Background: an optimization exercise with open tools, aiming at small area, a short achievable clock period and few clock cycles per item. Do not read the settings as production practice. Only simulation tests tie the RTL to the original design; equivalence was not proved. Power figures rest on the tool's default switching activity, not on a simulated workload.

`standard.sh`:
```
#!/bin/bash
# synth_recipe.tcl (not shown) runs the flow's synth.tcl, then flattens the netlist and writes it again
# the make line also repeats each setting of config.mk as NAME=value (left out here)
make -C /OpenROAD-flow-scripts/flow DESIGN_CONFIG=/design/flow/config.mk WORK_HOME=/design/flow/orfs CLKGATE_MAP_FILE= SYNTH_SCRIPT=/design/flow/synth_recipe.tcl "${@:-finish}"
```
`flow/run.sh`:
```
#!/bin/bash
# The standard layout, with timing repair aimed below the 10 ns clock: the
# clock and constraints stay as given, but repair_timing treats any path with
# less than SETUP_SLACK_MARGIN ns of slack as failing and works on it.
set -euo pipefail
bash standard.sh synth > synth.log 2>&1
bash standard.sh SETUP_SLACK_MARGIN=6.5 finish > layout.log 2>&1
```
`design.v`:
```
module blaze_unit (
    input  wire        clk,
    input  wire        rst,
    input  wire        reg_valid,
    input  wire        reg_write,
    input  wire [5:0]  reg_addr,       
    input  wire [31:0] reg_wdata,
    output wire        reg_ready,
    output wire [31:0] reg_rdata,      
    output wire        mem_req,
    output wire [20:0] mem_addr,       
    input  wire        mem_gnt,
    input  wire        mem_rvalid,
    input  wire [31:0] mem_rdata,
    input  wire        mem_rerr
);
    localparam A_UCFG     = 6'd0;
    localparam A_UCMD     = 6'd1;
    localparam A_USTAT    = 6'd2;
    localparam A_URUN_LO  = 6'd4;
    localparam A_URUN_HI  = 6'd5;
    localparam A_URES_LO  = 6'd6;
    localparam A_URES_HI  = 6'd7;
    localparam A_UDATA32  = 6'd8;
    localparam A_UDATA8   = 6'd9;
    localparam A_UADDR    = 6'd10;
    localparam A_ULEN     = 6'd11;
    localparam A_UDONE    = 6'd12;
    localparam A_UKEY_SEQ = 6'd13;
    localparam A_UKEY_OLO = 6'd14;
    localparam A_UKEY_OHI = 6'd15;
    localparam A_UTRAIL   = 6'd16;
    localparam P_CRC32  = 2'd0;
    localparam P_CRC32C = 2'd1;
    localparam P_CRC16  = 2'd2;
    localparam P_CRC64  = 2'd3;
    function [31:0] bitrev32(input [31:0] v);
        integer j;
        begin
            for (j = 0; j < 32; j = j + 1)
                bitrev32[j] = v[31 - j];
        end
    endfunction
    function [21:0] inc22(input [21:0] v);
        integer i;
        begin
            for (i = 0; i < 22; i = i + 1)
                inc22[i] = v[i] ^ (&(v | ~((22'd1 << i) - 22'd1)));
        end
    endfunction
    function [21:0] dec22(input [21:0] v);
        integer i;
        begin
            for (i = 0; i < 22; i = i + 1)
                dec22[i] = v[i] ^ ~(|(v & ((22'd1 << i) - 22'd1)));
        end
    endfunction
    reg  [1:0]  poly;
    reg  [63:0] run;              
    reg  [31:0] zr;               
    reg         refused;
    reg         err;
    reg  [22:0] uaddr;
    reg  [23:0] ulen;
    reg  [21:0] udone_hi;         
    reg  [1:0]  udone_lo;         
    reg  [31:0] key_seq;
    reg  [31:0] key_org_lo;
    reg  [2:0]  key_org_hi;
    reg         ready_q;          
    reg         d_cfg, d_run_lo, d_run_hi, d_uaddr, d_ulen;
    reg         d_seq, d_olo, d_ohi, d_h32, d_h8;
    reg         d_init, d_start, d_abort, d_refuse;
    reg  [31:0] rdata_q;
    reg  [31:0] rdata_next;
    reg         act;              
    reg  [21:0] rq_addr;          
    reg         rq_past;          
    reg  [3:0]  out_cnt;          
    reg         mreq;
    reg         first;            
    reg  [23:0] f_left;           
    reg  [23:0] hi3;              
    reg  [31:0] grp;
    reg  [1:0]  gk;               
    reg         gv;               
    reg         sv;               
    reg         sc;               
    reg         pf;               
    reg         pfr;              
    reg         pf32, pf16, pf64;  
    wire busy = act || mreq || sv || sc || (pf && pfr) || (out_cnt != 4'd0);
    assign reg_ready = ready_q;
    assign reg_rdata = rdata_q;
    assign mem_req   = mreq;
    assign mem_addr  = rq_addr[20:0];
    wire cmd_init  = ready_q && d_init;
    wire cmd_run   = ready_q && d_start;
    wire cmd_abort = ready_q && d_abort;
    wire host32    = ready_q && d_h32;
    wire host8     = ready_q && d_h8;
    wire is_cmd     = reg_write && (reg_addr == A_UCMD);
    wire wr_guarded = reg_write && ((reg_addr == A_UCFG)    || (reg_addr == A_UDATA32) ||
                                    (reg_addr == A_UDATA8)  || (reg_addr == A_UADDR)   ||
                                    (reg_addr == A_ULEN)    || (reg_addr == A_URUN_LO) ||
                                    (reg_addr == A_URUN_HI));
    reg [63:0] preset;
    always @(*) begin
        case (poly)
            P_CRC32, P_CRC32C: preset = 64'h0000_0000_FFFF_FFFF;
            P_CRC16:           preset = 64'h0000_0000_0000_FFFF;
            default:           preset = 64'h0;
        endcase
    end
    function [31:0] orient(input [1:0] p, input [31:0] g);
        begin
            orient = p[1] ? {g[7:0], g[15:8], g[23:16], g[31:24]} : bitrev32(g);
        end
    endfunction
    function [31:0] zsel(input [1:0] p, input [63:0] r);
        begin
            case (p)
                P_CRC32, P_CRC32C: zsel = bitrev32(r[31:0]);
                P_CRC16:           zsel = {r[15:0], 16'h0};
                default:           zsel = r[63:32];
            endcase
        end
    endfunction
    wire [1:0]  s    = uaddr[1:0];
    wire [23:0] llen = (ulen == 24'h0) ? 24'h1 : ulen;
    wire        fold_en = gv || pf || host32;
    wire        shift_in = sv || sc || host8;
    wire [31:0] y   = zr ^ grp;      
    wire [31:0] y_sh = y >> 24;
    wire [31:0] p32  = pf32 ? run[31:0] >> 8    : 32'h0;
    wire [15:0] p16  = pf16 ? {run[7:0], 8'h0}  : 16'h0;
    wire [63:0] p64  = pf64 ? run << 8          : run << 32;
    wire yx32 = y[4] ^ y[24];
    wire yx33 = y[9] ^ y[16];
    wire yx34 = y[18] ^ y[31];
    wire yx35 = y[8] ^ y[15];
    wire yx36 = y[5] ^ y[13];
    wire yx37 = y[12] ^ y[17];
    wire yx38 = y[0] ^ y[28];
    wire yx39 = y[19] ^ y[29];
    wire yx40 = y[7] ^ y[21];
    wire yx41 = y[22] ^ y[30];
    wire yx42 = y[1] ^ y[27];
    wire yx43 = y[3] ^ y[23];
    wire yx44 = y[6] ^ y[20];
    wire yx45 = y[2] ^ y[14];
    wire yx46 = y[10] ^ y[11];
    wire yx47 = y[25] ^ y[26];
    wire yx48 = yx32 ^ yx35;
    wire yx49 = yx33 ^ yx38;
    wire yx50 = yx34 ^ yx41;
    wire yx51 = yx36 ^ yx37;
    wire yx52 = yx39 ^ yx40;
    wire yx53 = y[7] ^ y[25];
    wire yx54 = y[22] ^ yx32;
    wire yx55 = y[23] ^ y[28];
    wire yx56 = y[31] ^ yx43;
    wire yx57 = y[4] ^ y[8];
    wire yx58 = y[11] ^ yx44;
    wire yx59 = y[2] ^ y[5];
    wire yx60 = y[6] ^ yx42;
    wire yx61 = y[10] ^ y[17];
    wire yx62 = y[14] ^ y[29];
    wire yx63 = y[18] ^ yx46;
    wire yx64 = y[24] ^ yx35;
    wire yx65 = y[28] ^ yx45;
    wire yx66 = y[9] ^ y[30];
    wire yx67 = y[11] ^ y[20];
    wire yx68 = y[25] ^ yx33;
    wire yx69 = y[0] ^ y[21];
    wire yx70 = y[1] ^ y[3];
    wire yx71 = y[7] ^ y[26];
    wire yx72 = yx47 ^ yx49;
    wire yx73 = y[6] ^ y[10];
    wire yx74 = y[16] ^ y[29];
    wire yx75 = y[17] ^ yx39;
    wire yx76 = y[19] ^ yx34;
    wire yx77 = y[20] ^ yx48;
    wire yx78 = y[22] ^ y[27];
    wire yx79 = y[8] ^ yx45;
    wire yx80 = y[9] ^ yx36;
    wire yx81 = y[12] ^ yx42;
    wire yx82 = y[13] ^ yx37;
    wire yx83 = y[14] ^ y[26];
    wire yx84 = y[16] ^ y[30];
    wire yx85 = yx34 ^ yx39;
    wire yx86 = yx38 ^ yx43;
    wire yx87 = y[1] ^ yx43;
    wire yx88 = y[5] ^ y[23];
    wire yx89 = y[10] ^ yx44;
    wire yx90 = y[15] ^ yx42;
    wire yx91 = y[21] ^ y[27];
    wire yx92 = y[26] ^ y[31];
    wire yx93 = yx40 ^ yx46;
    wire yx94 = yx51 ^ yx69;
    wire yx95 = y[0] ^ yx37;
    wire yx96 = y[2] ^ y[13];
    wire yx97 = y[3] ^ yx39;
    wire yx98 = y[4] ^ yx35;
    wire yx99 = y[5] ^ yx58;
    wire yx100 = y[6] ^ y[13];
    wire yx101 = y[15] ^ y[19];
    wire yx102 = y[18] ^ yx40;
    wire yx103 = y[30] ^ yx33;
    wire yx104 = yx36 ^ yx68;
    wire yx105 = yx37 ^ yx57;
    wire yx106 = yx46 ^ yx50;
    wire yx107 = y[1] ^ y[8];
    wire yx108 = y[1] ^ y[17];
    wire yx109 = y[2] ^ y[24];
    wire yx110 = y[3] ^ y[12];
    wire yx111 = y[8] ^ yx41;
    wire yx112 = y[10] ^ y[20];
    wire yx113 = y[12] ^ yx59;
    wire yx114 = y[14] ^ y[16];
    wire yx115 = y[15] ^ yx60;
    wire yx116 = y[18] ^ yx43;
    wire yx117 = y[19] ^ yx54;
    wire yx118 = y[21] ^ yx47;
    wire yx119 = y[22] ^ yx34;
    wire yx120 = y[24] ^ yx65;
    wire yx121 = y[25] ^ yx64;
    wire yx122 = y[29] ^ yx40;
    wire yx123 = y[31] ^ yx57;
    wire yx124 = yx32 ^ yx47;
    wire yx125 = yx36 ^ yx38;
    wire yx126 = yx36 ^ yx45;
    wire yx127 = yx44 ^ yx61;
    wire yx128 = y[0] ^ yx75;
    wire yx129 = y[1] ^ yx82;
    wire yx130 = y[2] ^ y[23];
    wire yx131 = y[2] ^ y[25];
    wire yx132 = y[3] ^ yx42;
    wire yx133 = y[7] ^ yx41;
    wire yx134 = y[7] ^ yx49;
    wire yx135 = y[8] ^ yx85;
    wire yx136 = y[9] ^ yx51;
    wire yx137 = y[11] ^ yx33;
    wire yx138 = y[12] ^ y[29];
    wire yx139 = y[12] ^ yx78;
    wire yx140 = y[13] ^ yx44;
    wire yx141 = y[17] ^ yx74;
    wire yx142 = y[18] ^ yx42;
    wire yx143 = y[19] ^ yx38;
    wire yx144 = y[20] ^ yx46;
    wire yx145 = y[20] ^ yx55;
    wire yx146 = y[21] ^ y[29];
    wire yx147 = y[21] ^ yx54;
    wire yx148 = y[22] ^ yx73;
    wire yx149 = y[23] ^ yx44;
    wire yx150 = y[24] ^ yx61;
    wire yx151 = y[25] ^ yx41;
    wire yx152 = y[25] ^ yx80;
    wire yx153 = y[26] ^ yx94;
    wire yx154 = y[27] ^ yx34;
    wire yx155 = y[27] ^ yx55;
    wire yx156 = y[28] ^ yx56;
    wire yx157 = y[31] ^ yx72;
    wire yx158 = yx33 ^ yx62;
    wire yx159 = yx35 ^ yx37;
    wire yx160 = yx36 ^ yx70;
    wire yx161 = yx40 ^ yx86;
    wire yx162 = yx41 ^ yx62;
    wire yx163 = yx43 ^ yx52;
    wire yx164 = yx45 ^ yx71;
    wire yx165 = yx47 ^ yx106;
    wire yx166 = yx50 ^ yx91;
    wire yx167 = yx52 ^ yx66;
    wire yx168 = yx53 ^ yx63;
    wire yx169 = yx61 ^ yx84;
    wire yx170 = y[0] ^ y[23];
    wire yx171 = y[0] ^ yx34;
    wire yx172 = y[0] ^ yx52;
    wire yx173 = y[0] ^ yx58;
    wire yx174 = y[3] ^ y[11];
    wire yx175 = y[3] ^ y[27];
    wire yx176 = y[4] ^ yx44;
    wire yx177 = y[4] ^ yx87;
    wire yx178 = y[5] ^ y[11];
    wire yx179 = y[5] ^ yx45;
    wire yx180 = y[6] ^ y[30];
    wire yx181 = y[7] ^ yx38;
    wire yx182 = y[8] ^ yx117;
    wire yx183 = y[9] ^ yx43;
    wire yx184 = y[10] ^ y[18];
    wire yx185 = y[13] ^ yx41;
    wire yx186 = y[14] ^ y[17];
    wire yx187 = y[14] ^ yx51;
    wire yx188 = y[16] ^ yx32;
    wire yx189 = y[16] ^ yx65;
    wire yx190 = y[16] ^ yx109;
    wire yx191 = y[16] ^ yx127;
    wire yx192 = y[18] ^ yx32;
    wire yx193 = y[19] ^ y[21];
    wire yx194 = y[19] ^ yx46;
    wire yx195 = y[23] ^ yx48;
    wire yx196 = y[23] ^ yx118;
    wire yx197 = y[24] ^ y[30];
    wire yx198 = y[26] ^ yx40;
    wire yx199 = y[26] ^ yx59;
    wire yx200 = y[27] ^ yx63;
    wire yx201 = y[28] ^ yx110;
    wire yx202 = y[29] ^ yx34;
    wire yx203 = y[29] ^ yx104;
    wire yx204 = y[30] ^ yx34;
    wire yx205 = yx32 ^ yx79;
    wire yx206 = yx32 ^ yx111;
    wire yx207 = yx33 ^ yx90;
    wire yx208 = yx33 ^ yx108;
    wire yx209 = yx34 ^ yx66;
    wire yx210 = yx35 ^ yx41;
    wire yx211 = yx35 ^ yx53;
    wire yx212 = yx36 ^ yx48;
    wire yx213 = yx37 ^ yx48;
    wire yx214 = yx37 ^ yx64;
    wire yx215 = yx38 ^ yx46;
    wire yx216 = yx39 ^ yx47;
    wire yx217 = yx39 ^ yx79;
    wire yx218 = yx39 ^ yx156;
    wire yx219 = yx40 ^ yx72;
    wire yx220 = yx41 ^ yx46;
    wire yx221 = yx42 ^ yx50;
    wire yx222 = yx42 ^ yx52;
    wire yx223 = yx44 ^ yx66;
    wire yx224 = yx44 ^ yx116;
    wire yx225 = yx45 ^ yx98;
    wire yx226 = yx45 ^ yx99;
    wire yx227 = yx46 ^ yx54;
    wire yx228 = yx47 ^ yx76;
    wire yx229 = yx47 ^ yx78;
    wire yx230 = yx47 ^ yx133;
    wire yx231 = yx49 ^ yx53;
    wire yx232 = yx49 ^ yx97;
    wire yx233 = yx52 ^ yx95;
    wire yx234 = yx53 ^ yx64;
    wire yx235 = yx55 ^ yx96;
    wire yx236 = yx55 ^ yx101;
    wire yx237 = yx55 ^ yx103;
    wire yx238 = yx56 ^ yx105;
    wire yx239 = yx56 ^ yx121;
    wire yx240 = yx57 ^ yx67;
    wire yx241 = yx59 ^ yx74;
    wire yx242 = yx63 ^ yx159;
    wire yx243 = yx65 ^ yx102;
    wire yx244 = yx67 ^ yx102;
    wire yx245 = yx71 ^ yx171;
    wire yx246 = yx72 ^ yx93;
    wire yx247 = yx80 ^ yx150;
    wire yx248 = yx85 ^ yx137;
    wire yx249 = yx87 ^ yx158;
    wire yx250 = yx97 ^ yx125;
    wire yx251 = yx99 ^ yx141;
    wire yx252 = yx105 ^ yx154;
    wire yx253 = yx112 ^ yx231;
    wire yx254 = yx126 ^ yx134;
    wire yx255 = yx148 ^ yx160;
    wire yx256 = yx162 ^ yx246;
    wire [31:0] t_crc32;
    wire [31:0] t_crc32c;
    wire [15:0] t_crc16;
    wire [63:0] t_crc64;
    assign t_crc32[0] = y[29] ^ y[31] ^ yx66 ^ yx121 ^ yx155 ^ yx178 ^ p32[0];
    assign t_crc32[1] = y[10] ^ yx62 ^ yx71 ^ yx155 ^ yx206 ^ p32[1];
    assign t_crc32[2] = y[9] ^ yx100 ^ yx122 ^ yx156 ^ yx229 ^ p32[2];
    assign t_crc32[3] = y[24] ^ y[28] ^ yx44 ^ yx47 ^ yx91 ^ yx111 ^ yx113 ^ p32[3];
    assign t_crc32[4] = yx67 ^ yx88 ^ yx124 ^ yx222 ^ p32[4];
    assign t_crc32[5] = yx54 ^ yx86 ^ yx89 ^ yx228 ^ p32[5];
    assign t_crc32[6] = y[2] ^ y[21] ^ y[28] ^ yx35 ^ yx75 ^ yx119 ^ yx174 ^ p32[6];
    assign t_crc32[7] = y[20] ^ yx42 ^ yx169 ^ yx243 ^ p32[7];
    assign t_crc32[8] = yx92 ^ yx128 ^ yx140 ^ yx207 ^ p32[8];
    assign t_crc32[9] = y[12] ^ y[24] ^ y[27] ^ yx83 ^ yx170 ^ yx248 ^ p32[9];
    assign t_crc32[10] = y[26] ^ yx78 ^ yx202 ^ yx247 ^ p32[10];
    assign t_crc32[11] = yx105 ^ yx118 ^ yx237 ^ p32[11];
    assign t_crc32[12] = y[3] ^ yx67 ^ yx74 ^ yx78 ^ yx234 ^ p32[12];
    assign t_crc32[13] = y[24] ^ yx40 ^ yx45 ^ yx73 ^ yx92 ^ yx236 ^ p32[13];
    assign t_crc32[14] = y[14] ^ yx149 ^ yx152 ^ yx221 ^ p32[14];
    assign t_crc32[15] = yx39 ^ yx153 ^ yx206 ^ p32[15];
    assign t_crc32[16] = y[5] ^ y[27] ^ yx77 ^ yx102 ^ yx103 ^ yx110 ^ p32[16];
    assign t_crc32[17] = yx43 ^ yx58 ^ yx75 ^ yx98 ^ yx164 ^ p32[17];
    assign t_crc32[18] = yx53 ^ yx76 ^ yx189 ^ yx255 ^ p32[18];
    assign t_crc32[19] = y[2] ^ yx32 ^ yx94 ^ yx115 ^ yx209 ^ p32[19];
    assign t_crc32[20] = y[3] ^ y[14] ^ y[20] ^ yx32 ^ yx37 ^ yx90 ^ yx157 ^ p32[20];
    assign t_crc32[21] = yx92 ^ yx126 ^ yx232 ^ p32[21];
    assign t_crc32[22] = y[1] ^ y[11] ^ yx80 ^ yx130 ^ yx138 ^ yx192 ^ p32[22];
    assign t_crc32[23] = y[1] ^ y[22] ^ yx215 ^ yx238 ^ p32[23];
    assign t_crc32[24] = y[10] ^ y[22] ^ yx121 ^ yx161 ^ yx241 ^ p32[24];
    assign t_crc32[25] = y[1] ^ yx57 ^ yx122 ^ yx151 ^ yx226 ^ p32[25];
    assign t_crc32[26] = yx32 ^ yx52 ^ yx70 ^ yx89 ^ yx125 ^ p32[26];
    assign t_crc32[27] = y[30] ^ yx48 ^ yx85 ^ yx110 ^ yx131 ^ yx173 ^ p32[27];
    assign t_crc32[28] = y[9] ^ yx45 ^ yx61 ^ yx76 ^ yx132 ^ yx211 ^ p32[28];
    assign t_crc32[29] = y[24] ^ yx79 ^ yx100 ^ yx103 ^ yx108 ^ yx245 ^ p32[29];
    assign t_crc32[30] = y[11] ^ y[24] ^ yx60 ^ yx82 ^ yx134 ^ p32[30];
    assign t_crc32[31] = yx73 ^ yx138 ^ yx157 ^ yx197 ^ p32[31];
    assign t_crc32c[0] = yx48 ^ yx175 ^ yx230 ^ yx251 ^ p32[0];
    assign t_crc32c[1] = y[5] ^ y[15] ^ yx73 ^ yx124 ^ yx163 ^ yx189 ^ p32[1];
    assign t_crc32c[2] = yx54 ^ yx65 ^ yx90 ^ yx152 ^ yx224 ^ p32[2];
    assign t_crc32c[3] = yx42 ^ yx56 ^ yx79 ^ yx117 ^ yx153 ^ p32[3];
    assign t_crc32c[4] = yx60 ^ yx64 ^ yx94 ^ yx130 ^ yx202 ^ p32[4];
    assign t_crc32c[5] = y[12] ^ yx38 ^ yx60 ^ yx62 ^ yx239 ^ p32[5];
    assign t_crc32c[6] = y[25] ^ yx86 ^ yx140 ^ yx141 ^ yx225 ^ p32[6];
    assign t_crc32c[7] = y[30] ^ yx58 ^ yx65 ^ yx123 ^ yx129 ^ yx216 ^ p32[7];
    assign t_crc32c[8] = y[24] ^ yx81 ^ yx84 ^ yx168 ^ yx250 ^ p32[8];
    assign t_crc32c[9] = y[8] ^ yx43 ^ yx50 ^ yx113 ^ yx253 ^ p32[9];
    assign t_crc32c[10] = y[19] ^ y[20] ^ yx33 ^ yx59 ^ yx70 ^ yx118 ^ p32[10];
    assign t_crc32c[11] = y[0] ^ y[1] ^ yx76 ^ yx77 ^ yx131 ^ p32[11];
    assign t_crc32c[12] = y[22] ^ yx88 ^ yx98 ^ yx114 ^ yx142 ^ yx173 ^ yx216 ^ p32[12];
    assign t_crc32c[13] = y[14] ^ yx84 ^ yx91 ^ yx135 ^ yx140 ^ yx215 ^ p32[13];
    assign t_crc32c[14] = yx63 ^ yx68 ^ yx100 ^ yx182 ^ yx201 ^ p32[14];
    assign t_crc32c[15] = yx59 ^ yx93 ^ yx154 ^ yx183 ^ yx214 ^ p32[15];
    assign t_crc32c[16] = yx123 ^ yx149 ^ yx164 ^ yx208 ^ yx220 ^ p32[16];
    assign t_crc32c[17] = yx70 ^ yx73 ^ yx104 ^ yx172 ^ yx210 ^ p32[17];
    assign t_crc32c[18] = yx37 ^ yx45 ^ yx72 ^ yx166 ^ yx174 ^ p32[18];
    assign t_crc32c[19] = y[2] ^ y[4] ^ yx40 ^ yx255 ^ p32[19];
    assign t_crc32c[20] = y[9] ^ yx69 ^ yx70 ^ yx113 ^ yx176 ^ p32[20];
    assign t_crc32c[21] = yx115 ^ yx128 ^ yx190 ^ yx230 ^ p32[21];
    assign t_crc32c[22] = yx161 ^ yx186 ^ yx221 ^ yx240 ^ p32[22];
    assign t_crc32c[23] = yx69 ^ yx131 ^ yx194 ^ yx212 ^ p32[23];
    assign t_crc32c[24] = yx60 ^ yx88 ^ yx158 ^ yx159 ^ yx165 ^ p32[24];
    assign t_crc32c[25] = y[17] ^ yx212 ^ yx256 ^ p32[25];
    assign t_crc32c[26] = y[21] ^ y[31] ^ yx55 ^ yx83 ^ yx136 ^ yx220 ^ p32[26];
    assign t_crc32c[27] = yx68 ^ yx91 ^ yx123 ^ yx138 ^ yx144 ^ yx185 ^ p32[27];
    assign t_crc32c[28] = yx64 ^ yx92 ^ yx144 ^ yx167 ^ yx201 ^ p32[28];
    assign t_crc32c[29] = yx155 ^ yx168 ^ yx217 ^ yx223 ^ p32[29];
    assign t_crc32c[30] = y[22] ^ y[28] ^ yx60 ^ yx71 ^ yx135 ^ yx247 ^ p32[30];
    assign t_crc32c[31] = yx88 ^ yx180 ^ yx219 ^ yx252 ^ p32[31];
    assign t_crc16[0] = y[26] ^ yx139 ^ yx143 ^ yx240 ^ p16[0];
    assign t_crc16[1] = yx80 ^ yx81 ^ yx145 ^ yx146 ^ p16[1];
    assign t_crc16[2] = yx73 ^ yx120 ^ yx146 ^ yx185 ^ p16[2];
    assign t_crc16[3] = y[11] ^ y[15] ^ yx53 ^ yx56 ^ yx162 ^ p16[3];
    assign t_crc16[4] = y[12] ^ yx84 ^ yx92 ^ yx195 ^ p16[4];
    assign t_crc16[5] = yx51 ^ yx67 ^ yx157 ^ yx182 ^ p16[5];
    assign t_crc16[6] = yx62 ^ yx89 ^ yx136 ^ yx142 ^ yx196 ^ p16[6];
    assign t_crc16[7] = yx41 ^ yx100 ^ yx101 ^ yx120 ^ yx198 ^ yx200 ^ p16[7];
    assign t_crc16[8] = yx67 ^ yx114 ^ yx139 ^ yx211 ^ yx218 ^ p16[8];
    assign t_crc16[9] = y[26] ^ yx77 ^ yx82 ^ yx146 ^ yx237 ^ p16[9];
    assign t_crc16[10] = yx62 ^ yx104 ^ yx150 ^ yx166 ^ p16[10];
    assign t_crc16[11] = y[6] ^ yx165 ^ yx186 ^ yx236 ^ p16[11];
    assign t_crc16[12] = yx74 ^ yx119 ^ yx181 ^ yx195 ^ p16[12];
    assign t_crc16[13] = yx68 ^ yx75 ^ yx88 ^ yx107 ^ yx197 ^ p16[13];
    assign t_crc16[14] = yx47 ^ yx109 ^ yx127 ^ yx209 ^ p16[14];
    assign t_crc16[15] = yx93 ^ yx175 ^ yx228 ^ p16[15];
    assign t_crc64[0] = y[19] ^ yx100 ^ yx205 ^ yx219 ^ p64[0];
    assign t_crc64[1] = y[2] ^ yx90 ^ yx147 ^ yx191 ^ yx250 ^ p64[1];
    assign t_crc64[2] = yx151 ^ yx177 ^ yx243 ^ yx251 ^ p64[2];
    assign t_crc64[3] = y[6] ^ yx50 ^ yx163 ^ yx199 ^ yx213 ^ p64[3];
    assign t_crc64[4] = y[20] ^ y[26] ^ yx86 ^ yx166 ^ yx179 ^ p64[4];
    assign t_crc64[5] = yx115 ^ yx147 ^ yx218 ^ p64[5];
    assign t_crc64[6] = yx32 ^ yx41 ^ yx53 ^ yx145 ^ yx241 ^ p64[6];
    assign t_crc64[7] = y[4] ^ y[30] ^ yx56 ^ yx75 ^ yx254 ^ p64[7];
    assign t_crc64[8] = y[5] ^ yx48 ^ yx62 ^ yx70 ^ yx127 ^ yx204 ^ p64[8];
    assign t_crc64[9] = y[11] ^ yx64 ^ yx83 ^ yx125 ^ yx204 ^ p64[9];
    assign t_crc64[10] = yx38 ^ yx48 ^ yx81 ^ yx92 ^ yx96 ^ yx122 ^ p64[10];
    assign t_crc64[11] = yx65 ^ yx111 ^ yx132 ^ yx203 ^ p64[11];
    assign t_crc64[12] = y[13] ^ yx169 ^ yx172 ^ yx239 ^ p64[12];
    assign t_crc64[13] = yx40 ^ yx50 ^ yx58 ^ yx96 ^ yx108 ^ yx143 ^ p64[13];
    assign t_crc64[14] = y[12] ^ y[20] ^ yx52 ^ yx79 ^ yx87 ^ yx119 ^ p64[14];
    assign t_crc64[15] = yx41 ^ yx77 ^ yx96 ^ yx183 ^ yx193 ^ p64[15];
    assign t_crc64[16] = y[5] ^ y[14] ^ yx56 ^ yx68 ^ yx112 ^ yx147 ^ p64[16];
    assign t_crc64[17] = y[17] ^ y[22] ^ y[23] ^ yx35 ^ yx194 ^ yx254 ^ p64[17];
    assign t_crc64[18] = yx44 ^ yx63 ^ yx214 ^ yx249 ^ p64[18];
    assign t_crc64[19] = yx38 ^ yx83 ^ yx180 ^ yx242 ^ p64[19];
    assign t_crc64[20] = y[7] ^ y[13] ^ y[15] ^ yx81 ^ yx248 ^ p64[20];
    assign t_crc64[21] = yx40 ^ yx66 ^ yx89 ^ yx95 ^ yx124 ^ p64[21];
    assign t_crc64[22] = yx49 ^ yx60 ^ yx76 ^ yx179 ^ yx227 ^ p64[22];
    assign t_crc64[23] = yx46 ^ yx77 ^ yx153 ^ yx249 ^ p64[23];
    assign t_crc64[24] = y[5] ^ yx41 ^ yx42 ^ yx71 ^ yx143 ^ yx242 ^ p64[24];
    assign t_crc64[25] = yx33 ^ yx58 ^ yx81 ^ yx135 ^ yx235 ^ p64[25];
    assign t_crc64[26] = y[3] ^ yx82 ^ yx112 ^ yx120 ^ yx167 ^ p64[26];
    assign t_crc64[27] = y[15] ^ yx44 ^ yx71 ^ yx106 ^ yx109 ^ yx232 ^ p64[27];
    assign t_crc64[28] = y[25] ^ yx84 ^ yx144 ^ yx222 ^ yx238 ^ p64[28];
    assign t_crc64[29] = y[19] ^ yx50 ^ yx53 ^ yx95 ^ yx99 ^ yx114 ^ p64[29];
    assign t_crc64[30] = yx35 ^ yx76 ^ yx129 ^ yx149 ^ yx198 ^ p64[30];
    assign t_crc64[31] = y[18] ^ yx38 ^ yx176 ^ yx229 ^ p64[31];
    assign t_crc64[32] = yx60 ^ yx170 ^ yx203 ^ yx205 ^ p64[32];
    assign t_crc64[33] = y[19] ^ yx69 ^ yx98 ^ yx160 ^ yx169 ^ p64[33];
    assign t_crc64[34] = y[4] ^ yx119 ^ yx208 ^ yx226 ^ p64[34];
    assign t_crc64[35] = y[10] ^ yx48 ^ yx72 ^ yx116 ^ yx187 ^ p64[35];
    assign t_crc64[36] = y[14] ^ yx33 ^ yx36 ^ yx63 ^ yx75 ^ yx115 ^ yx124 ^ p64[36];
    assign t_crc64[37] = yx66 ^ yx77 ^ yx94 ^ yx200 ^ p64[37];
    assign t_crc64[38] = yx107 ^ yx113 ^ yx227 ^ yx245 ^ p64[38];
    assign t_crc64[39] = yx81 ^ yx83 ^ yx161 ^ yx178 ^ yx188 ^ p64[39];
    assign t_crc64[40] = y[5] ^ y[22] ^ yx83 ^ yx207 ^ yx233 ^ p64[40];
    assign t_crc64[41] = yx142 ^ yx191 ^ yx210 ^ yx235 ^ p64[41];
    assign t_crc64[42] = y[17] ^ yx34 ^ yx120 ^ yx137 ^ yx163 ^ p64[42];
    assign t_crc64[43] = yx37 ^ yx77 ^ yx97 ^ yx151 ^ yx184 ^ p64[43];
    assign t_crc64[44] = y[4] ^ yx36 ^ yx67 ^ yx76 ^ yx103 ^ yx196 ^ p64[44];
    assign t_crc64[45] = y[2] ^ yx51 ^ yx78 ^ yx123 ^ yx253 ^ p64[45];
    assign t_crc64[46] = yx59 ^ yx87 ^ yx128 ^ yx168 ^ yx188 ^ p64[46];
    assign t_crc64[47] = y[30] ^ yx49 ^ yx70 ^ yx187 ^ yx244 ^ p64[47];
    assign t_crc64[48] = y[21] ^ yx85 ^ yx129 ^ yx148 ^ yx225 ^ p64[48];
    assign t_crc64[49] = yx33 ^ yx67 ^ yx101 ^ yx116 ^ yx126 ^ yx133 ^ p64[49];
    assign t_crc64[50] = yx56 ^ yx89 ^ yx114 ^ yx193 ^ yx213 ^ p64[50];
    assign t_crc64[51] = y[15] ^ y[17] ^ yx54 ^ yx104 ^ yx244 ^ p64[51];
    assign t_crc64[52] = yx54 ^ yx130 ^ yx136 ^ yx181 ^ yx184 ^ p64[52];
    assign t_crc64[53] = yx49 ^ yx63 ^ yx122 ^ yx177 ^ yx199 ^ p64[53];
    assign t_crc64[54] = yx51 ^ yx132 ^ yx256 ^ p64[54];
    assign t_crc64[55] = y[23] ^ y[24] ^ yx68 ^ yx90 ^ yx106 ^ yx233 ^ p64[55];
    assign t_crc64[56] = y[19] ^ yx82 ^ yx107 ^ yx145 ^ yx165 ^ yx190 ^ p64[56];
    assign t_crc64[57] = y[7] ^ yx58 ^ yx74 ^ yx86 ^ yx252 ^ p64[57];
    assign t_crc64[58] = y[28] ^ yx51 ^ yx107 ^ yx167 ^ yx192 ^ p64[58];
    assign t_crc64[59] = yx50 ^ yx89 ^ yx152 ^ yx217 ^ p64[59];
    assign t_crc64[60] = yx56 ^ yx83 ^ yx93 ^ yx101 ^ yx223 ^ p64[60];
    assign t_crc64[61] = y[16] ^ y[31] ^ yx77 ^ yx93 ^ yx139 ^ p64[61];
    assign t_crc64[62] = y[6] ^ y[11] ^ yx88 ^ yx95 ^ yx117 ^ yx164 ^ p64[62];
    assign t_crc64[63] = yx36 ^ yx81 ^ yx224 ^ yx234 ^ p64[63];
    reg [63:0] fold_next;
    always @(*) begin
        case (poly)
            P_CRC32:  fold_next = {run[63:32], t_crc32};
            P_CRC32C: fold_next = {run[63:32], t_crc32c};
            P_CRC16:  fold_next = {run[63:16], t_crc16};
            default:  fold_next = t_crc64;
        endcase
    end
    reg [31:0] algn;
    always @(*) begin
        case (s)
            2'd1:    algn = {mem_rdata[7:0],  hi3};
            2'd2:    algn = {mem_rdata[15:0], hi3[23:8]};
            2'd3:    algn = {mem_rdata[23:0], hi3[23:16]};
            default: algn = mem_rdata;
        endcase
    end
    wire [2:0] s_neg = {1'b0, 2'd0 - s};
    wire f_big = (f_left[23:3] != 21'h0);
    wire f_gt4 = f_big || (f_left[2:0] > 3'd4);
    wire f_ge4 = (f_left[23:2] != 22'h0);
    wire need  = first || (s == 2'd0) || f_big || (f_left[2:0] > s_neg);
    wire past  = rq_past && (out_cnt == 4'd1);
    wire rsp   = mem_rvalid && act;
    wire bad   = (mem_rerr || past) && need;
    wire form  = rsp && !bad && (s == 2'd0 || !first);    
    wire part  = rsp && bad && (s != 2'd0) && !first;      
    wire stop  = (rsp && bad) || (form && !f_gt4);
    wire       extra = first && (s != 2'd0);
    wire       w_big = (f_left[23:6] != 18'h0);
    wire [4:0] c4    = {1'b0, f_left[5:2]} + {4'h0, f_left[1:0] != 2'd0};
    wire [5:0] wq    = {1'b0, c4} + {5'h0, extra} + 6'd8 - {2'b0, out_cnt};    
    wire w_gt0 = w_big || (wq > 6'd8);
    wire w_gt1 = w_big || (wq > 6'd9);
    wire       taken   = mreq && mem_gnt;
    wire [3:0] out_inc = out_cnt + 4'd1;
    wire [3:0] out_dec = out_cnt - 4'd1;
    wire [3:0] out_n   = (taken && !mem_rvalid) ? out_inc :
                         (mem_rvalid && !taken) ? out_dec : out_cnt;
    wire       past_n  = rq_past || (taken && rq_addr[21]);
    wire       act_n   = act && !stop && !cmd_abort;
    wire       start_now = reg_valid && !ready_q && is_cmd && reg_wdata[1] && !busy;
    wire       k_more  = (llen[23:2] != 22'h0 && llen != 24'd4) || (s != 2'd0);
    wire       mreq_n  = start_now || (cmd_run && (!taken || k_more)) ||
                         (act && !cmd_abort && !past_n && (out_cnt < 4'd7) &&
                                     (taken ? w_gt1 : w_gt0));
    wire seen = reg_valid && !ready_q;
    always @(posedge clk) begin
        d_cfg    <= reg_write && (reg_addr == A_UCFG)    && !busy;
        d_run_lo <= reg_write && (reg_addr == A_URUN_LO) && !busy;
        d_run_hi <= reg_write && (reg_addr == A_URUN_HI) && !busy;
        d_uaddr  <= reg_write && (reg_addr == A_UADDR)   && !busy;
        d_ulen   <= reg_write && (reg_addr == A_ULEN)    && !busy;
        d_h32    <= reg_write && (reg_addr == A_UDATA32) && !busy;
        d_h8     <= reg_write && (reg_addr == A_UDATA8)  && !busy;
        d_seq    <= reg_write && (reg_addr == A_UKEY_SEQ);
        d_olo    <= reg_write && (reg_addr == A_UKEY_OLO);
        d_ohi    <= reg_write && (reg_addr == A_UKEY_OHI);
        d_init   <= is_cmd && reg_wdata[0] && !busy;
        d_start  <= is_cmd && reg_wdata[1] && !busy;
        d_abort  <= is_cmd && reg_wdata[2] && busy;
        d_refuse <= wr_guarded && busy;
        rdata_q <= rdata_next;
        if (shift_in)
            grp <= 32'h0;
        else if (pf && gk != 2'd0)
            grp <= {hi3[15:8], 24'h0};
        else
            grp <= orient(poly, act ? algn : {reg_wdata[7:0], reg_wdata[15:8], reg_wdata[23:16],
                                              reg_addr[0] ? reg_wdata[7:0] : reg_wdata[31:24]});
        if (fold_en)
            zr <= zsel(poly, fold_next);
        else if (shift_in)
            zr <= y_sh;
        else
            zr <= zsel(poly, run);
        if (rst) begin
            poly       <= P_CRC32C;
            run        <= 64'h0000_0000_FFFF_FFFF;
            refused    <= 1'b0;
            err        <= 1'b0;
            uaddr      <= 23'h0;
            ulen       <= 24'h0;
            udone_hi   <= 22'h0;
            udone_lo   <= 2'h0;
            key_seq    <= 32'h0;
            key_org_lo <= 32'h0;
            key_org_hi <= 3'h0;
            ready_q    <= 1'b0;
            act        <= 1'b0;
            rq_addr    <= 22'h0;
            rq_past    <= 1'b0;
            out_cnt    <= 4'h0;
            mreq       <= 1'b0;
            first      <= 1'b0;
            f_left     <= 24'h0;
            hi3        <= 24'h0;
            gk         <= 2'd0;
            gv         <= 1'b0;
            sv         <= 1'b0;
            pf         <= 1'b0;
            sc         <= 1'b0;
            pfr        <= 1'b0;
            pf32       <= 1'b0;
            pf16       <= 1'b0;
            pf64       <= 1'b0;
        end else begin
            ready_q <= seen && (reg_write || !pf);
            if (fold_en)
                run <= fold_next;
            if (gv)
                udone_hi <= inc22(udone_hi);
            pf   <= shift_in;
            pfr  <= sv || sc;
            pf32 <= shift_in && !poly[1];
            pf16 <= shift_in && (poly == P_CRC16);
            pf64 <= shift_in && (poly == P_CRC64);
            sv <= 1'b0;
            sc <= pf && (gk != 2'd0);
            if (shift_in)
                gk <= gk - 2'd1;
            if (sv)
                hi3[15:0] <= grp[23:8];
            if (pf)
                hi3[15:0] <= {hi3[7:0], 8'h0};
            act     <= act_n;
            out_cnt <= out_n;
            rq_past <= past_n;
            mreq    <= mreq_n;
            if (taken)
                rq_addr <= inc22(rq_addr);
            else if (!act && !mreq)
                rq_addr <= {1'b0, uaddr[22:2]};
            gv <= form && f_ge4;
            if (rsp) begin
                first <= 1'b0;
                hi3   <= mem_rdata[31:8];
            end
            if (rsp && bad)
                err <= 1'b1;
            if (form) begin
                gk     <= f_left[1:0];
                sv     <= !f_ge4;
                f_left <= {dec22(f_left[23:2]), f_left[1:0]};
                if (!f_ge4)
                    udone_lo <= f_left[1:0];
            end
            if (part) begin
                gk       <= 2'd0 - s;
                sv       <= 1'b1;
                udone_lo <= 2'd0 - s;
            end
            if (ready_q && d_seq) key_seq    <= reg_wdata;
            if (ready_q && d_olo) key_org_lo <= reg_wdata;
            if (ready_q && d_ohi) key_org_hi <= reg_wdata[2:0];
            if (ready_q && d_refuse)
                refused <= 1'b1;
            if (host8)
                gk <= 2'd0;
            if (ready_q && d_cfg)    poly       <= reg_wdata[1:0];
            if (ready_q && d_run_lo) run[31:0]  <= reg_wdata;
            if (ready_q && d_run_hi) run[63:32] <= reg_wdata;
            if (ready_q && d_uaddr)  uaddr      <= reg_wdata[22:0];
            if (ready_q && d_ulen)   ulen       <= reg_wdata[23:0];
            if (cmd_init) begin
                run     <= preset;
                refused <= 1'b0;
                err     <= 1'b0;
            end
            if (cmd_run) begin
                act      <= 1'b1;
                rq_past  <= 1'b0;
                first    <= 1'b1;
                f_left   <= llen;
                udone_hi <= 22'h0;
                udone_lo <= 2'h0;
                err      <= 1'b0;
            end
        end
    end
    reg [63:0] res;
    always @(*) begin
        case (poly)
            P_CRC32, P_CRC32C: res = {32'h0, run[31:0] ^ 32'hFFFF_FFFF};
            P_CRC16:           res = {48'h0, run[15:0]};
            default:           res = run;
        endcase
    end
    wire [31:0] trail_key = {key_org_lo[24:0], key_org_lo[31:25]} ^
                            {key_org_hi, 29'h0} ^ key_seq;
    wire [31:0] trail = (poly == P_CRC32C) ? (res[31:0] ^ trail_key) : 32'h0;
    always @(*) begin
        case (reg_addr)
            A_UCFG:     rdata_next = {30'h0, poly};
            A_USTAT:    rdata_next = {29'h0, err, refused, busy};
            A_URUN_LO:  rdata_next = run[31:0];
            A_URUN_HI:  rdata_next = run[63:32];
            A_URES_LO:  rdata_next = res[31:0];
            A_URES_HI:  rdata_next = res[63:32];
            A_UADDR:    rdata_next = {9'h0, uaddr};
            A_ULEN:     rdata_next = {8'h0, ulen};
            A_UDONE:    rdata_next = {8'h0, udone_hi, udone_lo};
            A_UKEY_SEQ: rdata_next = key_seq;
            A_UKEY_OLO: rdata_next = key_org_lo;
            A_UKEY_OHI: rdata_next = {29'h0, key_org_hi};
            A_UTRAIL:   rdata_next = trail;
            default:    rdata_next = 32'h0;
        endcase
    end
endmodule
```
`constraint.sdc`:
```
create_clock -name core_clock -period 10.0 [get_ports {clk}]
set_input_delay 2.0000 -clock core_clock [delete_from_list [all_inputs] [get_ports {clk}]]
set_output_delay 2.0000 -clock core_clock [all_outputs]
set_load 0.01 [all_outputs]
```
`config.mk`:
```
export PLATFORM = sky130hd
export DESIGN_NAME = blaze_unit
export DESIGN_NICKNAME = blaze_unit
export VERILOG_FILES = /design/flow/design.v
export SDC_FILE = /design/flow/constraint.sdc
export NUM_CORES = 4
export LEC_CHECK = 0
export CAP_MARGIN = 20
export CORE_MARGIN = 2
export CORE_UTILIZATION = 45
export PLACE_DENSITY = 0.65
export SLEW_MARGIN = 20
```
==> summary.txt, run 1 <==
number of vias per cell 6.63; post-synthesis simple-gate area fraction 0.144; Max transition margin 0.165; syn avg cell area 8.67 µm²; vias in the first global route 29239; FF+latch count, synth 405; Critical path origin grp[12]; Total Routing Usage GR 0.468; period utilization 0.368; Avg WL per Cell 36.8 µm; Slew @ Worst Pin 1.25 ns; outcome no timing/DRC/antenna violations; initial core utilization 0.456; Root Driver clkbuf_16; max incr delay on CP 0.63 ns; Compound-Gate Fraction of Synth Area 0.165; CP startpoint kind register; Cell Count, Final, Fillers Out 4884; critical path fanouts, max 11; GPL Wtd Cong 1.10; largest family of logic cells by synthesized area XOR/XNOR gates; # IOs 132; Post-Syn Nets 3892; Peak supply drop 133 µV; Rows 98; Setup CP Type register to register; Critical Path End Type register; Syn Std Cell Area 0.0327 mm²; Fmax 0.272 GHz; area grow syn2layout 19.3%; Chip Width 274 µm; HP Class register to register; # setup viols final 0; area of the die 0.0749 mm²; H-tree depth 2; Synth Flop Type dfxtp_1; synth warn 1; Buf/Inv on CP 1; Pleak 15.4 nW; Pins Over Slew Limit 0; async set-or-reset flop fraction in the synthesized netlist 0; largest net degree at the start of global routing 85; CORE AREA 0.0717 mm²; placed cell count 4704; cell count after synthesis 3777; DRC 0; Critical Path RT 10.44 ns; sequential area share after synthesis 0.248; commonest non-fill, non-tap cell in the layout nand2_1; crit path time final 3.68 ns; Post-synth EDFFs 0; worst hold path startpoint d_refuse; Power Density 205 mW/mm²; GR Overflow Total 0; RR Startpoint grp[12]; multiplexer share of the synthesized area 0.0538; setup tns final 0 ns; Synth Area in XOR/XNOR 0.330; crit path DAT 4.12 ns; RSZ-0062 raised after global routing true; total number of vias 32403; CTS sink count 405; initial antenna violation count 31; placed wire-length estimate 134000 µm; CP cell instances xnor2_1 -> buf_4 -> xnor3_1 -> xnor2_1 -> xnor2_1 -> xnor2_1 -> or3_1 -> nand4b_1 -> o32ai_2; Max Cap Viol 0; share of post-route cells with drive strength above 1 0.148; most frequent CP cell xnor2_1; family with the most delay on the worst path XOR/XNOR gates; clock-pin slew on the worst setup and hold paths 0.06 ns; Adder-Cell Fraction of Synth Area 0.0150; drt first pass iters 10; final antenna-violating net count 0; slowest CP cell xnor3_1; detailed router's first-iteration violation count 5247; CTS tree yes; final wirelength 180000 µm; total CTS buffers 48; Final Hold Viols 0; commonest cells after routing, fill and taps aside nand2_1, xnor2_1, dfxtp_1; clk latency of the worst-skew pair 0.63 ns; Synth cell types 85; I/O Buffers 131; first-pass GRT wire length 243000 µm; clk buf depth 3; Hold WS 0.470 ns; die height 274 µm; Nets 3992; Clock Skews 0.0674 ns
==> worst reg2reg max path: cells and delay by family (launching register included) <==
kind                      cells  cell delay, ns
xor gates and xnor gates      5            1.78
and+or+nand+nor               2            0.35
DFF                           1            0.36
AOI/OAI and AO/OA             1            0.63
buffers and inverters         1            0.39
==> worst paths after layout <==
kind / endpoint / cells past startpoint / slack [ns]
hold / removal: refused / 2 / 0.47
setup reg to reg: zr[28] / 9 / 6.32
setup / recovery: zr[28] / 9 / 6.32
hold reg to reg: refused / 2 / 0.47
==> power by group <==
group	internal, mW	leakage, nW	switching [mW]	total (mW)
logic	1.86	11.3	2.70	4.56
registers	1.63	3.28	0.0211	1.65
clock network	1.04	0.794	0.767	1.81
total	4.53	15.4	3.49	8.01
==> layout make-up <==
cell class | instances | area [µm²]
antenna | 22 | 55.1
clock buffer | 71 | 1420
inverter | 40 | 178
timing repair buffer | 358 | 3300
tap | 950 | 1190
multi-input combinational | 3024 | 24600
sequential | 405 | 8140
clock inverter | 14 | 193
fill | 6676 | 32700
==> timing repair <==
action,CTS,global route
pin swaps,23,18
gates cloned,2,2
setup buffers,42,27
gates resized for setup,230,102
endpoints found under the setup margin,207,88
hold buffers,0,0
==> per-layer routing <==
metal	track usage	share of wire	vias to the layer above
li1	-	-	13411
met1	0.625	0.38	15725
met2	0.631	0.39	2648
met3	0.197	0.16	589
met4	0.258	0.066	30
met5	0	0.0032	-
==> kinds of logic (layout without fill, tap and decap cells) <==
| family | Yosys count | after routing |
|---|---|---|
| simple gates | 1085 | 1087 |
| xor+xnor | 916 | 916 |
| compound gates | 840 | 840 |
| flops | 405 | 405 |
| buf+inv | 350 | 483 |
| mux | 143 | 143 |
| fa+ha+maj | 38 | 38 |
| other cells | 0 | 22 |
==> Yosys cell counts (all sizes together) (11+ instances only) <==
library cell	number	area share
a211oi	28	0.0066
a21oi	312	0.048
a221oi	50	0.013
a222oi	56	0.017
a22o	18	0.0048
a22oi	18	0.0041
a31oi	15	0.0029
and2	25	0.0048
and3	19	0.0036
buf	85	0.014
clkbuf	225	0.026
dfxtp	405	0.25
ha	36	0.014
inv	37	0.0042
mux2	12	0.0041
mux2i	106	0.032
mux4	25	0.017
nand2	561	0.064
nand2b	11	0.0021
nand3	49	0.0075
nand4	23	0.0044
nor2	258	0.030
nor2b	36	0.0069
nor3	31	0.0047
nor4	11	0.0021
o211ai	33	0.0076
o21ai	178	0.027
o221ai	16	0.0043
o22ai	18	0.0034
o31ai	11	0.0025
or3	22	0.0042
xnor2	588	0.17
xnor3	165	0.11
xor2	153	0.043
==> metrics by stage <==
stage / instance area [µm²] / worst slack, ns / utilization / power (mW)
floorplan: 32700 / 6.51 / - / 4.04
global placement: 35400 / 4.86 / 0.494 / 5.62
detailed placement: 35400 / 4.90 / 0.494 / 5.58
CTS: 38300 / 6.34 / 0.534 / 7.64
global route: 39000 / 6.32 / 0.544 / 8.04
finish: 39100 / 6.32 / 0.545 / 8.01
==> registers in the layout, summed over array words and instances, names as in the netlist, 22 cells and up <==
signal / cells
run: 64
grp: 32
key_org_lo: 32
key_seq: 32
rdata_q: 32
zr: 32
f_left: 24
hi3: 24
ulen: 24
uaddr: 23
rq_addr: 22
udone_hi: 22
Testbench counts, summed over its fixed seeds: cycles 291,928, bytes 812,402.
==> run 2: changes to the inputs <==
==> flow/run.sh (replaced) <==
#!/bin/bash
# The standard layout, with two changes to how it is made (the clock and
# constraints stay as given):
#  - timing repair aims below the 10 ns clock: repair_timing treats any path
#    with less than SETUP_SLACK_MARGIN ns of slack as failing and works on it;
#  - the port buffers are sky130_fd_sc_hd__buf_2 cells instead of the delay
#    cells buffer_ports picks by default (every port still gets a buffer).
set -euo pipefail
bash standard.sh synth > synth.log 2>&1
bash standard.sh SETUP_SLACK_MARGIN=6.5 'BUFFER_PORTS_ARGS=-buffer_cell sky130_fd_sc_hd__buf_2' finish > layout.log 2>&1
==> summary.txt, run 2 <==
top post-synthesis cells by area dfxtp_1, xnor2_1, xnor3_1; Post-synth EDFFs 0 (unchanged); Post-DP Area 0.0347 mm² (-2.0%); critical path fanouts, max 17 (+6); Critical Path RT 10.31 ns (-0.13 ns); Root Driver clkbuf_16; Nets 3947 (-1.1%); sequential area share after synthesis 0.248 (unchanged); cell count after synthesis 3777 (unchanged); CP startpoint kind register; RSZ-0062 raised after global routing true; crit path setup slack, layout 6.30 ns (-0.0162 ns); RR Startpoint grp[22]; syn avg cell area 8.67 µm² (unchanged); r2r setup slk 6.30 ns (-0.02 ns); Chip Width 274 µm (unchanged); placed wire-length estimate 138000 µm (+3.3%); Commonest cells post-synth nand2_1, xnor2_1, dfxtp_1; Max Cap Viol 0 (unchanged); # setup viols final 0 (unchanged); Critical path origin grp[22]; Post-Syn Nets 3892 (unchanged); area grow syn2layout 16.0%; Final Hold Viols 0 (unchanged); share of post-route cells with drive strength above 1 0.171 (+0.0226); Avg WL per Cell 37.7 µm (+2.6%); commonest cells after routing, fill and taps aside nand2_1, xnor2_1, dfxtp_1; Clock Skews 0.0356 ns (-0.0318 ns); async set-or-reset flop fraction in the synthesized netlist 0 (unchanged); clock-pin slew on the worst setup and hold paths 0.06 ns (about the same); GR Overflow Total 0 (unchanged); Synth top area share 0.248 (unchanged); crit path time final 3.70 ns (+0.0162 ns); total number of vias 32355 (-0.15%); final instance area 0.0380 mm² (-2.8%); CORE AREA 0.0717 mm² (unchanged); period utilization 0.370 (+0.00162); Fmax 0.271 GHz (-0.44%); Cell Count, Final, Fillers Out 4839 (-0.92%); Setup CP Type register to register; H-tree depth 2 (unchanged); CTS sink count 405 (unchanged); Syn Std Cell Area 0.0327 mm² (unchanged); overall power consumption 8.11 mW (+1.2%); CTS tree yes; setup tns final 0 ns (unchanged); Multi-input gate area 0.0246 mm² (-0.16%); FF+latch area 0.00813 mm² (about the same); Worst R2R Path Depth 10 (+1); DP Worst Slack 5.37 ns (+0.473 ns); Biggest register run; final wirelength 183000 µm (+1.7%); initial core utilization 0.456 (unchanged); DRC 0 (unchanged); vias in the first global route 29349 (+0.38%); Pleak 15.0 nW (-2.8%); Max transition margin 0.256 (+0.0910); most frequent cell after synthesis nand2_1; GPL Wtd Cong 1.11 (+1.7%); FF+latch count, synth 405 (unchanged); final antenna-violating net count 0 (unchanged); Hold WS 0.474 ns (+0.00410 ns); clk latency of the worst-skew pair 0.62 ns (about the same); max reg flops 64 (unchanged); Power Density 214 mW/mm² (+4.1%); CP endpoint zr[13]; cell taking the most area after synthesis dfxtp_1; HP Class register to register; Synth cell types 85 (unchanged); Pins Over Slew Limit 0 (unchanged); total CTS buffers 47 (-2.1%); first-pass GRT wire length 246000 µm (+1.4%); detailed router's first-iteration violation count 4836 (-7.8%); Rows 98 (unchanged); crit path DAT 4.00 ns (-0.12 ns); Finished Core Util 0.529 (-0.0152); outcome no timing/DRC/antenna violations; Total Routing Usage GR 0.477 (+0.00850); I/O Buffers 131 (unchanged); number of vias per cell 6.69 (+0.78%); clk buf depth 3 (unchanged); synth warn 1 (unchanged); # IOs 132 (unchanged); hold_buf cts 0 (unchanged); Peak supply drop 189 µV (+41%); commonest non-fill, non-tap cell in the layout nand2_1; initial antenna violation count 29 (-6.5%); Filler cells 6649 (-0.40%); Critical Path End Type register; Synth Flop Type dfxtp_1; worst r2r dst zr[13]; placed cell count 4699 (-0.11%); drt first pass iters 9 (-1); die height 274 µm (unchanged); Slew @ Worst Pin 1.11 ns (-0.141 ns); largest net degree at the start of global routing 86 (+1.2%); area of the die 0.0749 mm² (unchanged)
run 2: cell counts after synthesis:
Identical to the previous run, type by type.
run 2: cell families after synthesis:
group	after synthesis	share of synthesized area
AOI/OAI and AO/OA	840	0.165
DFF	405	0.248
buffers and inverters	350	0.0441
xor gates and xnor gates	916	0.330
adders and majority gates	38	0.0150
muxes	143	0.0538
and+or+nand+nor	1085	0.144
run 2: timing repair:
item	CTS	global route
endpoints found under the setup margin	156	64
resized for setup	160	66
pin swaps	11	9
setup buffers	17	15
cloned	1	0
run 2: critical path: stages (launching register included):
cell,delay [ns]
dfxtp_1,0.39
xnor2_2,0.13
buf_6,0.35
xnor2_4,0.16
buf_6,0.29
xnor3_1,0.51
xnor3_1,0.47
mux2i_1,0.33
xnor2_2,0.23
nand2_1,0.14
o221ai_1,0.36
run 2: routing by layer:
layer | vias to the layer above | GRT usage | share of wire
li1 | 13317 | - | -
met1 | 15736 | 0.614 | 0.38
met3 | 641 | 0.214 | 0.15
met4 | 26 | 0.285 | 0.074
met2 | 2635 | 0.646 | 0.39
met5 | - | 0.0282 | 0.0018
run 2: area by class of cell:
| type | instances | area share |
|---|---|---|
| clock buffers | 63 | 0.0339 |
| diodes | 21 | 0.00138 |
| multi-input cells | 3023 | 0.647 |
| well taps | 950 | 0.0313 |
| inverters | 40 | 0.00435 |
| flip-flops and latches | 405 | 0.214 |
| clock inverters | 22 | 0.00774 |
| repair buffers | 315 | 0.0604 |
run 2: how the worst min path moves through the flow:
stage                           start          end  slack, ns  cells after the start
after floorplan           udone_lo[0]  udone_lo[0]       0.43                      2
after global placement    key_seq[10]  key_seq[10]       0.45                      2
after detailed placement     d_refuse      refused       0.46                      2
after CTS                 key_seq[10]  key_seq[10]       0.47                      2
after global routing       key_seq[7]   key_seq[7]       0.49                      2
final                     key_seq[10]  key_seq[10]       0.47                      2
run 2: report_power, final:
part | switching (mW) | internal [mW]
sequential | 0.0197 | 1.63
combinational | 2.84 | 1.81
clock | 0.774 | 1.04
==> run 3: changes to the inputs <==
--- a/config.mk
+++ b/config.mk
@@ -8,5 +8,5 @@
 export CAP_MARGIN = 20
 export CORE_MARGIN = 2
-export CORE_UTILIZATION = 45
-export PLACE_DENSITY = 0.65
+export CORE_UTILIZATION = 50
+export PLACE_DENSITY = 0.72
 export SLEW_MARGIN = 20
==> summary.txt, run 3 <==
most frequent cell after synthesis nand2_1; H-tree depth 2 (unchanged); first-pass GRT wire length 236000 µm (-3.9%); HP Class register to register; Biggest register run; area of the die 0.0675 mm² (-9.9%); DRC 0 (unchanged); vias in the first global route 29245 (-0.35%); Metal-1 WL 64200 µm (-7.7%); clk buf depth 3 (unchanged); Rows 93 (-5.1%); commonest non-fill, non-tap cell in the layout nand2_1; outcome no timing/DRC/antenna violations; # IOs 132 (unchanged); placed wire-length estimate 130000 µm (-6.1%); CORE AREA 0.0646 mm² (-10%); crit path DAT 4.19 ns (+0.19 ns); share of post-route cells with drive strength above 1 0.161 (-0.00927); Chip Width 260 µm (-5.1%); GPL Wtd Cong 1.08 (-2.6%); largest net degree at the start of global routing 75 (-13%); Slew @ Worst Pin 1.25 ns (+0.137 ns); placed cell count 4598 (-2.1%); clock-pin slew on the worst setup and hold paths 0.07 ns (about the same); clk latency of the worst-skew pair 0.62 ns (about the same); Post-synth EDFFs 0 (unchanged); initial antenna violation count 20 (-31%); WL met3 29600 µm (+6.5%); commonest cells after routing, fill and taps aside nand2_1, xnor2_1, dfxtp_1; die height 260 µm (-5.1%); Synth Flop Type dfxtp_1; Nets 3942 (-0.13%); Setup CP Type register to register; Critical Path RT 10.52 ns (+0.21 ns); CTS tree yes; Clock Skews 0.0391 ns (+0.00346 ns); crit path time final 3.67 ns (-0.0259 ns); met2 wire len 68200 µm (-4.5%); Post-Syn Nets 3892 (unchanged); Syn Std Cell Area 0.0327 mm² (unchanged); Max Cap Viol 0 (unchanged); hold_buf cts 0 (unchanged); cell count after synthesis 3777 (unchanged); Total Routing Usage GR 0.505 (+0.0281); FF+latch count, synth 405 (unchanged); area grow syn2layout 14.6%; max reg flops 64 (unchanged); highest routed layer met5; I/O Buffers 131 (unchanged); period utilization 0.367 (-0.00259); sequential area share after synthesis 0.248 (unchanged); Synth top area share 0.248 (unchanged); total CTS buffers 46 (-2.1%); Final Hold Viols 0 (unchanged); # setup viols final 0 (unchanged); GR Overflow Total 0 (unchanged); total number of vias 32639 (+0.88%); overall power consumption 7.81 mW (-3.7%); Pleak 14.9 nW (-0.84%); RSZ-0062 raised after global routing true; top post-synthesis cells by area dfxtp_1, xnor2_1, xnor3_1; syn avg cell area 8.67 µm² (unchanged); initial core utilization 0.507 (+0.0505); CP startpoint kind register; Hold WS 0.476 ns (+0.00220 ns); Pins Over Slew Limit 0 (unchanged); setup tns final 0 ns (unchanged); Cell Count, Final, Fillers Out 4730 (-2.3%); critical path fanouts, max 15 (-2); synth warn 1 (unchanged); Synth cell types 85 (unchanged); Filler cells 5907 (-11%); Max transition margin 0.168 (-0.0880); final wirelength 175000 µm (-4.2%); drt first pass iters 10 (+1); number of vias per cell 6.90 (+3.2%); Root Driver clkbuf_16; Commonest cells post-synth nand2_1, xnor2_1, dfxtp_1; Critical Path End Type register; Power Density 208 mW/mm² (-2.4%); Avg WL per Cell 37.0 µm (-2.0%); cell taking the most area after synthesis dfxtp_1; detailed router's first-iteration violation count 5632 (+16%); async set-or-reset flop fraction in the synthesized netlist 0 (unchanged); CTS sink count 405 (unchanged); final antenna-violating net count 0 (unchanged); Peak supply drop 131 µV (-30%); Fmax 0.272 GHz (+0.71%)
[run 3: final cells by class]
cell class	count	area, µm²	share of cell area
diodes	14	35.0	0.000934
clock buffers	66	1340	0.0356
clock inverters	16	166	0.00444
inverters	40	165	0.00440
multi-input cells	3022	24300	0.648
flip-flops and latches	405	8130	0.217
well taps	855	1070	0.0285
repair buffers	312	2290	0.0610
[run 3: worst paths after layout]
check                           slack (ns)    endpoint  cells past startpoint  startpoint
worst max-delay path                  6.33      zr[17]                     10      zr[25]
worst min-delay path                  0.48  key_seq[2]                      2  key_seq[2]
worst max register to register        6.33      zr[17]                     10      zr[25]
worst min register to register        0.48  key_seq[2]                      2  key_seq[2]
[run 3: kinds of logic (layout without fill, tap and decap cells)]
family | Yosys count | in the layout | synth area share
AO/OA/AOI/OAI | 840 | 840 | 0.165
XOR/XNOR | 916 | 916 | 0.330
adder cells (fa/ha/maj) | 38 | 38 | 0.0150
buffers and inverters | 350 | 434 | 0.0441
flip-flops | 405 | 405 | 0.248
multiplexers | 143 | 143 | 0.0538
other | 0 | 14 | 0
AND/OR/NAND/NOR | 1085 | 1085 | 0.144
[run 3: critical path: stages (launching register included)]
cell and delay [ns]:
dfxtp_2 0.49, xnor2_2 0.15, buf_6 0.34, xnor3_2 0.56
xor2_4 0.31, xnor3_1 0.58, xnor2_2 0.29, mux2i_1 0.15
xor2_1 0.18, o21ai_0 0.25, buf_4 0.26
[run 3: per-layer routing]
| layer | vias to the layer above | track usage |
|---|---|---|
| met3 | 652 | 0.232 |
| met5 | - | 0.0135 |
| met4 | 16 | 0.291 |
| li1 | 13287 | - |
| met1 | 15739 | 0.652 |
| met2 | 2945 | 0.685 |
[run 3: repair_timing]
item,in CTS,in global routing
resized for setup,122,89
setup endpoints to repair,103,74
pin swaps,14,14
cloned,0,1
buffers inserted,23,11
[run 3: stage by stage]
stage	setup WS (ns)	util	cell area [µm²]
final	6.33	0.581	37500
after global placement	5.61	0.534	34500
after detailed placement	5.64	0.534	34500
after floorplan	6.51	-	32700
after CTS	6.37	0.571	36900
after global routing	6.37	0.580	37500
[run 3: where the power goes]
group          total [mW]  switching, mW  internal, mW
clock network        1.73          0.772         0.961
registers            1.65         0.0190          1.63
logic                4.44           2.70          1.74
==> run 4: changes to the inputs <==
--- a/flow/run.sh
+++ b/flow/run.sh
@@ -8,3 +8,3 @@
 set -euo pipefail
 bash standard.sh synth > synth.log 2>&1
-bash standard.sh SETUP_SLACK_MARGIN=6.5 'BUFFER_PORTS_ARGS=-buffer_cell sky130_fd_sc_hd__buf_2' finish > layout.log 2>&1
+bash standard.sh SETUP_SLACK_MARGIN=6.8 'BUFFER_PORTS_ARGS=-buffer_cell sky130_fd_sc_hd__buf_2' finish > layout.log 2>&1
--- a/config.mk
+++ b/config.mk
@@ -8,5 +8,5 @@
 export CAP_MARGIN = 20
 export CORE_MARGIN = 2
-export CORE_UTILIZATION = 50
-export PLACE_DENSITY = 0.72
+export CORE_UTILIZATION = 45
+export PLACE_DENSITY = 0.65
 export SLEW_MARGIN = 20
==> summary.txt, run 4 <==
commonest non-fill, non-tap cell in the layout nand2_1; Avg WL per Cell 34.1 µm (-7.9%); Filler cells 6370 (+7.8%); DP Worst Slack 5.69 ns (+0.0514 ns); initial antenna violation count 12 (-40%); setup tns final 0 ns (unchanged); Fmax 0.296 GHz (+8.7%); crit path time final 3.38 ns (-0.295 ns); largest net degree at the start of global routing 78 (+4.0%); clock-pin slew on the worst setup and hold paths 0.06 ns (about the same); Chip Width 274 µm (+5.3%); GR Layer Usage met3 0.194 (-0.0382); Setup CP Type register to register; CORE AREA 0.0717 mm² (+11%); cell taking the most area after synthesis dfxtp_1; CP startpoint kind register; crit path DAT 3.74 ns (-0.45 ns); period utilization 0.338 (-0.0295); max reg flops 64 (unchanged); most frequent cell after synthesis nand2_1; final instance area 0.0404 mm² (+7.6%); area grow syn2layout 23.3%; Rows 98 (+5.4%); async set-or-reset flop fraction in the synthesized netlist 0 (unchanged); detailed router's first-iteration violation count 5853 (+3.9%); Peak supply drop 149 µV (+14%); HP Class register to register; GRT met1 Usage 0.556 (-0.0960); critical path fanouts, max 16 (+1); Pins Over Slew Limit 0 (unchanged); CTS tree yes; Synth top area share 0.248 (unchanged); Nets 4069 (+3.2%); cell count after synthesis 3777 (unchanged); GPL Wtd Cong 1.15 (+6.4%); Max Cap Viol 0 (unchanged); commonest cells after routing, fill and taps aside nand2_1, xnor2_1, dfxtp_1; Post-Syn Nets 3892 (unchanged); I/O Buffers 131 (unchanged); Hold WS 0.479 ns (+0.00315 ns); # IOs 132 (unchanged); DRC 0 (unchanged); RSZ-0062 raised after global routing true; crit path setup slack, layout 6.62 ns (+0.295 ns); Synth Flop Type dfxtp_1; final antenna-violating net count 0 (unchanged); clk buf depth 3 (unchanged); die height 274 µm (+5.3%); Biggest register run; Synth cell types 85 (unchanged); Final Hold Viols 0 (unchanged); Total Routing Usage GR 0.432 (-0.0729); outcome no timing/DRC/antenna violations; hold_buf cts 0 (unchanged); vias in the first global route 29445 (+0.68%); total number of vias 33198 (+1.7%); placed wire-length estimate 117000 µm (-9.9%); Critical Path RT 10.37 ns (-0.15 ns); Commonest cells post-synth nand2_1, xnor2_1, dfxtp_1; top post-synthesis cells by area dfxtp_1, xnor2_1, xnor3_1; drt first pass iters 14 (+4); Post-synth EDFFs 0 (unchanged); Power Density 207 mW/mm² (-0.85%); Root Driver clkbuf_16; Clock Skews 0.0274 ns (-0.0117 ns); clk latency of the worst-skew pair 0.62 ns (about the same); busiest grt layer met2; overall power consumption 8.34 mW (+6.7%); GR Overflow Total 0 (unchanged); number of vias per cell 6.71 (-2.7%); syn avg cell area 8.67 µm² (unchanged); Slew @ Worst Pin 1.24 ns (-0.00130 ns); initial core utilization 0.456 (-0.0505); # setup viols final 0 (unchanged); area of the die 0.0749 mm² (+11%); Max transition margin 0.170 (+0.00199); final wirelength 169000 µm (-3.7%); Syn Std Cell Area 0.0327 mm² (unchanged); synth warn 1 (unchanged); Pleak 16.0 nW (+8.0%); FF+latch count, synth 405 (unchanged); sequential area share after synthesis 0.248 (unchanged); H-tree depth 2 (unchanged); total CTS buffers 46 (unchanged); first-pass GRT wire length 228000 µm (-3.4%); Post-DP Area 0.0345 mm² (about the same); met2 track demand over resource 0.575 (-0.111); share of post-route cells with drive strength above 1 0.222 (+0.0610); CTS sink count 405 (unchanged); Critical Path End Type register
[run 4: cell counts after synthesis]
Identical to the previous run, type by type.
[run 4: cell families after synthesis]
kind of cell	share of synthesized area
AND/OR/NAND/NOR	0.144
XOR/XNOR	0.330
AO/OA/AOI/OAI	0.165
flip-flops	0.248
buffers and inverters	0.0441
multiplexers	0.0538
adder cells (fa/ha/maj)	0.0150
[run 4: report_power, final]
part           switching, mW  leakage [nW]  total, mW  internal, mW
combinational           2.80          12.0       4.84          2.04
clock                  0.754         0.789       1.85          1.09
sequential            0.0222          3.28       1.65          1.63
total                   3.57          16.0       8.34          4.77
[run 4: worst max-delay path, stage by stage (launching register included)]
cell	delay (ns)
dfxtp_1	0.32
xnor2_2	0.20
buf_12	0.26
xnor2_1	0.23
buf_4	0.30
xnor2_2	0.19
xnor3_2	0.56
o2bb2a_1	0.27
o2111ai_1	0.24
a221oi_2	0.28
o22ai_2	0.23
[run 4: area by class of cell]
class | count | area, µm² | share of cell area
multi-input combinational | 3028 | 25500 | 0.631
sequential | 405 | 8180 | 0.203
timing repair buffer | 433 | 3720 | 0.0922
clock buffer | 61 | 1300 | 0.0321
tap | 950 | 1190 | 0.0295
clock inverter | 22 | 317 | 0.00784
inverter | 40 | 161 | 0.00400
antenna | 7 | 17.5 | 0.000434
[run 4: worst paths after layout]
check | from | to | slack (ns) | depth (start not counted)
worst max-delay path | grp[27] | zr[24] | 6.62 | 10
worst min-delay path | key_seq[7] | key_seq[7] | 0.48 | 2
worst max register to register | grp[27] | zr[24] | 6.62 | 10
worst min register to register | key_seq[7] | key_seq[7] | 0.48 | 2
[run 4: metrics by stage]
stage | utilization | std cells
2_1_floorplan | - | 3777
3_3_place_gp | 0.481 | 4657
3_5_place_dp | 0.481 | 4657
4_1_cts | 0.534 | 4815
5_1_grt | 0.562 | 4939
6_report | 0.563 | 4946
[run 4: layer usage]
layer,vias up,share of wire
li1,13568,-
met1,15720,0.36
met2,3033,0.38
met3,861,0.17
met4,16,0.086
met5,-,0.0015
[run 4: timing repair]
item                                    CTS  global route
pin swaps                                44            59
resized for setup                       275           181
gates cloned                              6             2
buffers inserted                         69           121
endpoints found under the setup margin  243           142

==> re-timing with driven ports <==
No port has a modelled driver above. Below, the same layouts with a new extraction and two added sets of constraints.
Step 1 assumes that a clkbuf_16 drives the clock port and a buf_2 every other input.
Step 2, shift: input delay + t, output delay - t, t = (earliest + latest rising clock arrival at the registers) / 2. This alone moves slack from input paths to output paths.
Three values: no drivers, after step 1, after step 2; two values: the first two.
| run | t, ns | setup WS [ns] |
|---|---|---|
| run 1 | 0.663 | 6.320 / 6.320 / 5.893 |
| run 2 | 0.664 | 6.304 / 6.304 / 5.874 |
| run 3 | 0.665 | 6.330 / 6.330 / 5.782 |
| run 4 | 0.670 | 6.624 / 6.624 / 6.109 |
After both steps every run listed still meets setup and hold.
